What follows belongs to an exercise in optimizing a design on an open flow for small area, a short achievable clock period and few clock cycles; a production flow would make more cautious choices. Where RTL was checked, it was by simulation tests only, not by an equivalence proof against the original.

==> flow/design.v <==
module qb_crc #(
    parameter integer K = 3                 
) (
    input  wire         clk,
    input  wire         rst,
    input  wire         in_valid,
    output wire         in_ready,
    input  wire [31:0]  in_crc,
    input  wire [511:0] in_data,
    input  wire [63:0]  in_mask,
    output reg          out_valid,
    output reg  [31:0]  out_crc
);
    localparam [31:0] POLY = 32'h82F6_3B78;
    localparam integer N  = (64 + K - 1) / K;  
    localparam integer CW = (N > 32) ? 6 : (N > 16) ? 5 : (N > 8) ? 4 : (N > 4) ? 3 : (N > 2) ? 2 : 1;
    function [31:0] crc_byte(input [31:0] c_in, input [7:0] b);
        reg [31:0] c;
        integer t;
        begin
            c = c_in ^ {24'd0, b};
            for (t = 0; t < 8; t = t + 1)
                c = (c >> 1) ^ (POLY & {32{c[0]}});
            crc_byte = c;
        end
    endfunction
    function [31:0] tbl(input [7:0] x);
        integer t;
        begin
            tbl = 32'd0;
            for (t = 0; t < 8; t = t + 1)
                if (x[t]) tbl = tbl ^ crc_byte(32'd0, 8'd1 << t);
        end
    endfunction
    reg [CW-1:0]  cnt;                      
    reg           rdy;                      
    reg [8*K-1:0] dreg;
    reg [K-1:0]   mreg;
    reg           acc1;                     
    assign in_ready = rdy | !in_valid;
    wire [8*K*N-1:0] dpad = in_data;
    wire [K*N-1:0]   mpad = in_mask;
    reg [8*K-1:0] dsel;
    reg [K-1:0]   msel;
    integer q;
    always @(*) begin
        dsel = {8*K{1'b0}};
        msel = {K{1'b0}};
        for (q = 0; q < N; q = q + 1)
            if (cnt == q) begin
                dsel = dsel | dpad[q*8*K +: 8*K];
                msel = msel | mpad[q*K +: K];
            end
    end
    reg [N-1:0]  nz, cand;
    reg [CW-1:0] nxt;
    integer i;
    always @(*) begin
        for (i = 0; i < N; i = i + 1) begin
            nz[i]   = |mpad[i*K +: K];
            cand[i] = nz[i] && (i > cnt);
        end
        nxt = cnt + 1'b1;
        for (i = N - 1; i >= 0; i = i - 1)
            if (cand[i]) nxt = i;
    end
    wire last_next = ((cand & (cand - 1'b1)) == {N{1'b0}});
    always @(posedge clk) begin
        dreg  <= dsel;
        mreg  <= msel & {K{in_valid}};      
        if (rst) begin
            cnt <= {CW{1'b0}};
            rdy <= 1'b0;
            acc1 <= 1'b0;
        end else begin
            acc1 <= in_valid & rdy;
            if (in_valid) begin
                cnt <= rdy ? {CW{1'b0}} : nxt;
                rdy <= !rdy && last_next;
            end
        end
    end
    reg [31:0] crc;
    reg [31:0] c;
    reg [7:0]  x;
    integer j;
    always @(*) begin
        c = crc;
        x = crc[7:0] ^ dreg[7:0];
        for (j = 0; j < K; j = j + 1) begin
            if (mreg[j]) c = ({8'd0, c[31:8]}) ^ tbl(x);
            if (j + 1 < K) x = c[7:0] ^ dreg[8*(j+1) +: 8];
        end
    end
    always @(posedge clk) begin
        crc     <= (cnt == {CW{1'b0}}) ? in_crc : c;
        out_crc <= c;
        if (rst) out_valid <= 1'b0;
        else     out_valid <= acc1;
    end
endmodule
==> flow/config.mk <==
export PLATFORM = sky130hd
export DESIGN_NAME = qb_crc
export DESIGN_NICKNAME = qb_crc
export VERILOG_FILES = /design/flow/design.v
export SDC_FILE = /design/flow/constraint.sdc
export NUM_CORES = 4
export LEC_CHECK = 0
export CAP_MARGIN = 20
export CORE_AREA = 10 10 290 290
export DIE_AREA = 0 0 300 300
export SLEW_MARGIN = 20
==> flow/constraint.sdc <==
create_clock -name core_clock -period 10.0 [get_ports {clk}]
set_input_delay 2.0000 -clock core_clock [delete_from_list [all_inputs] [get_ports {clk}]]
set_output_delay 2.0000 -clock core_clock [all_outputs]
set_load 0.01 [all_outputs]
standard.sh (not shown) runs the stock make flow with config.mk's settings and CLKGATE_MAP_FILE= SYNTH_SCRIPT=/design/flow/synth_recipe.tcl, a recipe that flattens the netlist after the stock synthesis.
==> flow/flow/run.sh <==
#!/bin/bash
# Standard layout, with each port buffered by a buf_1 instead of ORFS's default
# port buffer cell. Extra ORFS settings come from flow/extra.env.
set -euo pipefail
export BUFFER_PORTS_ARGS="-buffer_cell sky130_fd_sc_hd__buf_1"
if [[ -f flow/extra.env ]]; then set -a; source flow/extra.env; set +a; fi
bash standard.sh > standard_make.log 2>&1
==> flow/flow/extra.env <==
SETUP_SLACK_MARGIN=5
The starting point finished with timing, DRC and antenna clean.
Edit:
==> flow/design.v (replaced) <==
module qb_crc #(
    parameter integer K = 3                 
) (
    input  wire         clk,
    input  wire         rst,
    input  wire         in_valid,
    output wire         in_ready,
    input  wire [31:0]  in_crc,
    input  wire [511:0] in_data,
    input  wire [63:0]  in_mask,
    output reg          out_valid,
    output reg  [31:0]  out_crc
);
    localparam [31:0] POLY = 32'h82F6_3B78;
    localparam integer N  = (64 + K - 1) / K;  
    localparam integer CW = (N > 32) ? 6 : (N > 16) ? 5 : (N > 8) ? 4 : (N > 4) ? 3 : (N > 2) ? 2 : 1;
    function [31:0] crc_byte(input [31:0] c_in, input [7:0] b);
        reg [31:0] c;
        integer t;
        begin
            c = c_in ^ {24'd0, b};
            for (t = 0; t < 8; t = t + 1)
                c = (c >> 1) ^ (POLY & {32{c[0]}});
            crc_byte = c;
        end
    endfunction
    reg [CW-1:0]  cnt;                      
    reg           rdy;                      
    reg [8*K-1:0] dreg;
    reg [K-1:0]   mreg;
    reg           v1, last1;
    assign in_ready = rdy | !in_valid;
    wire [8*K*N-1:0] dpad = in_data;
    wire [K*N-1:0]   mpad = in_mask;
    reg [8*K-1:0] dsel;
    reg [K-1:0]   msel;
    integer q;
    always @(*) begin
        dsel = {8*K{1'b0}};
        msel = {K{1'b0}};
        for (q = 0; q < N; q = q + 1)
            if (cnt == q) begin
                dsel = dsel | dpad[q*8*K +: 8*K];
                msel = msel | mpad[q*K +: K];
            end
    end
    localparam integer NP = (N > 32) ? 64 : (N > 16) ? 32 : (N > 8) ? 16 : (N > 4) ? 8 : 4;
    reg [N-1:0]  nz, cand;
    reg [NP-1:0] pre;                       
    reg [NP-1:0] one, any, mul;             
    reg [CW-1:0] nxt;
    reg          last_next;
    integer i, s, l;
    always @(*) begin
        for (i = 0; i < N; i = i + 1) begin
            nz[i]   = |mpad[i*K +: K];
            cand[i] = nz[i] && (i > cnt);
        end
        pre = {NP{1'b0}};
        pre[N-1:0] = cand;
        for (s = 1; s < NP; s = s * 2)
            pre = pre | (pre << s);
        pre = pre << 1;
        one = {NP{1'b0}};
        one[N-1:0] = cand & ~pre[N-1:0];
        nxt = {CW{1'b0}};
        for (i = 0; i < N; i = i + 1)
            if (one[i]) nxt = nxt | i;
        if (!pre[N]) nxt = cnt + 1'b1;
        any = {NP{1'b0}};
        any[N-1:0] = cand;
        mul = {NP{1'b0}};
        for (l = 1; l < NP; l = l * 2)
            for (i = 0; i < NP; i = i + 2 * l) begin
                mul[i] = mul[i] | mul[i+l] | (any[i] & any[i+l]);
                any[i] = any[i] | any[i+l];
            end
        last_next = !mul[0];
    end
    always @(posedge clk) begin
        dreg  <= dsel;
        mreg  <= msel & {K{in_valid}};      
        last1 <= rdy;
        if (rst) begin
            cnt <= {CW{1'b0}};
            rdy <= 1'b0;
            v1  <= 1'b0;
        end else begin
            v1 <= in_valid;
            if (in_valid) begin
                cnt <= rdy ? {CW{1'b0}} : nxt;
                rdy <= !rdy && last_next;
            end
        end
    end
    reg [31:0] crc;
    reg [31:0] c;
    integer j;
    always @(*) begin
        c = crc;
        for (j = 0; j < K; j = j + 1)
            if (mreg[j]) c = crc_byte(c, dreg[8*j +: 8]);
    end
    always @(posedge clk) begin
        crc     <= (cnt == {CW{1'b0}}) ? in_crc : c;
        out_crc <= c;
        if (rst) out_valid <= 1'b0;
        else     out_valid <= v1 & last1;
    end
endmodule
What happened: Hold slack got worse by 28 ps; via count fell slightly; routed wire length fell by a little under a tenth; count of clock-buffer cells in the layout does not change; synthesized area rose by a few percent; clock skew fell by 13 ps; fmax fell slightly; synthesized cell count rose by a few percent; global-route usage fell by 1.9 points; cell area rose by a few percent; utilization rose by 0.94 points.
Testbench counts after the change, summed over its fixed seeds: cycles 46,056.
Only the layout flow was run in the first run of this note; the RTL was not checked for function there.

## separate check: timing with driven ports
No port has a modelled driver above. Below, the same layouts with a new extraction and two added sets of constraints.
Step 1 (the two cells are an assumption about what drives the block):
set clk [get_ports {clk}]
set_driving_cell -lib_cell sky130_fd_sc_hd__clkbuf_16 $clk
set_driving_cell -lib_cell sky130_fd_sc_hd__buf_2 [delete_from_list [all_inputs] $clk]
Step 2 adds t to the input delays and takes it off the output delays; t is the mean of the earliest and latest rising clock arrival at the registers after step 1. Input paths then give back, and output paths get back, about the clock's delay inside the block.
Three values: no drivers, after step 1, after step 2; two values: the first two.
| run | t (ns) | slack for setup (ns) | worst setup path after step 2 |
|---|---|---|---|
| the first run | 0.421 | 5.133 / 5.095 / 5.095 | input to output |
| the second run | 0.419 | 5.070 / 5.070 / 5.070 | register to register |
After both steps every run listed still meets setup and hold. The setup slack of the first run, which loses most, moves by -0.038 ns with the drivers and by -0.038 ns with both steps.
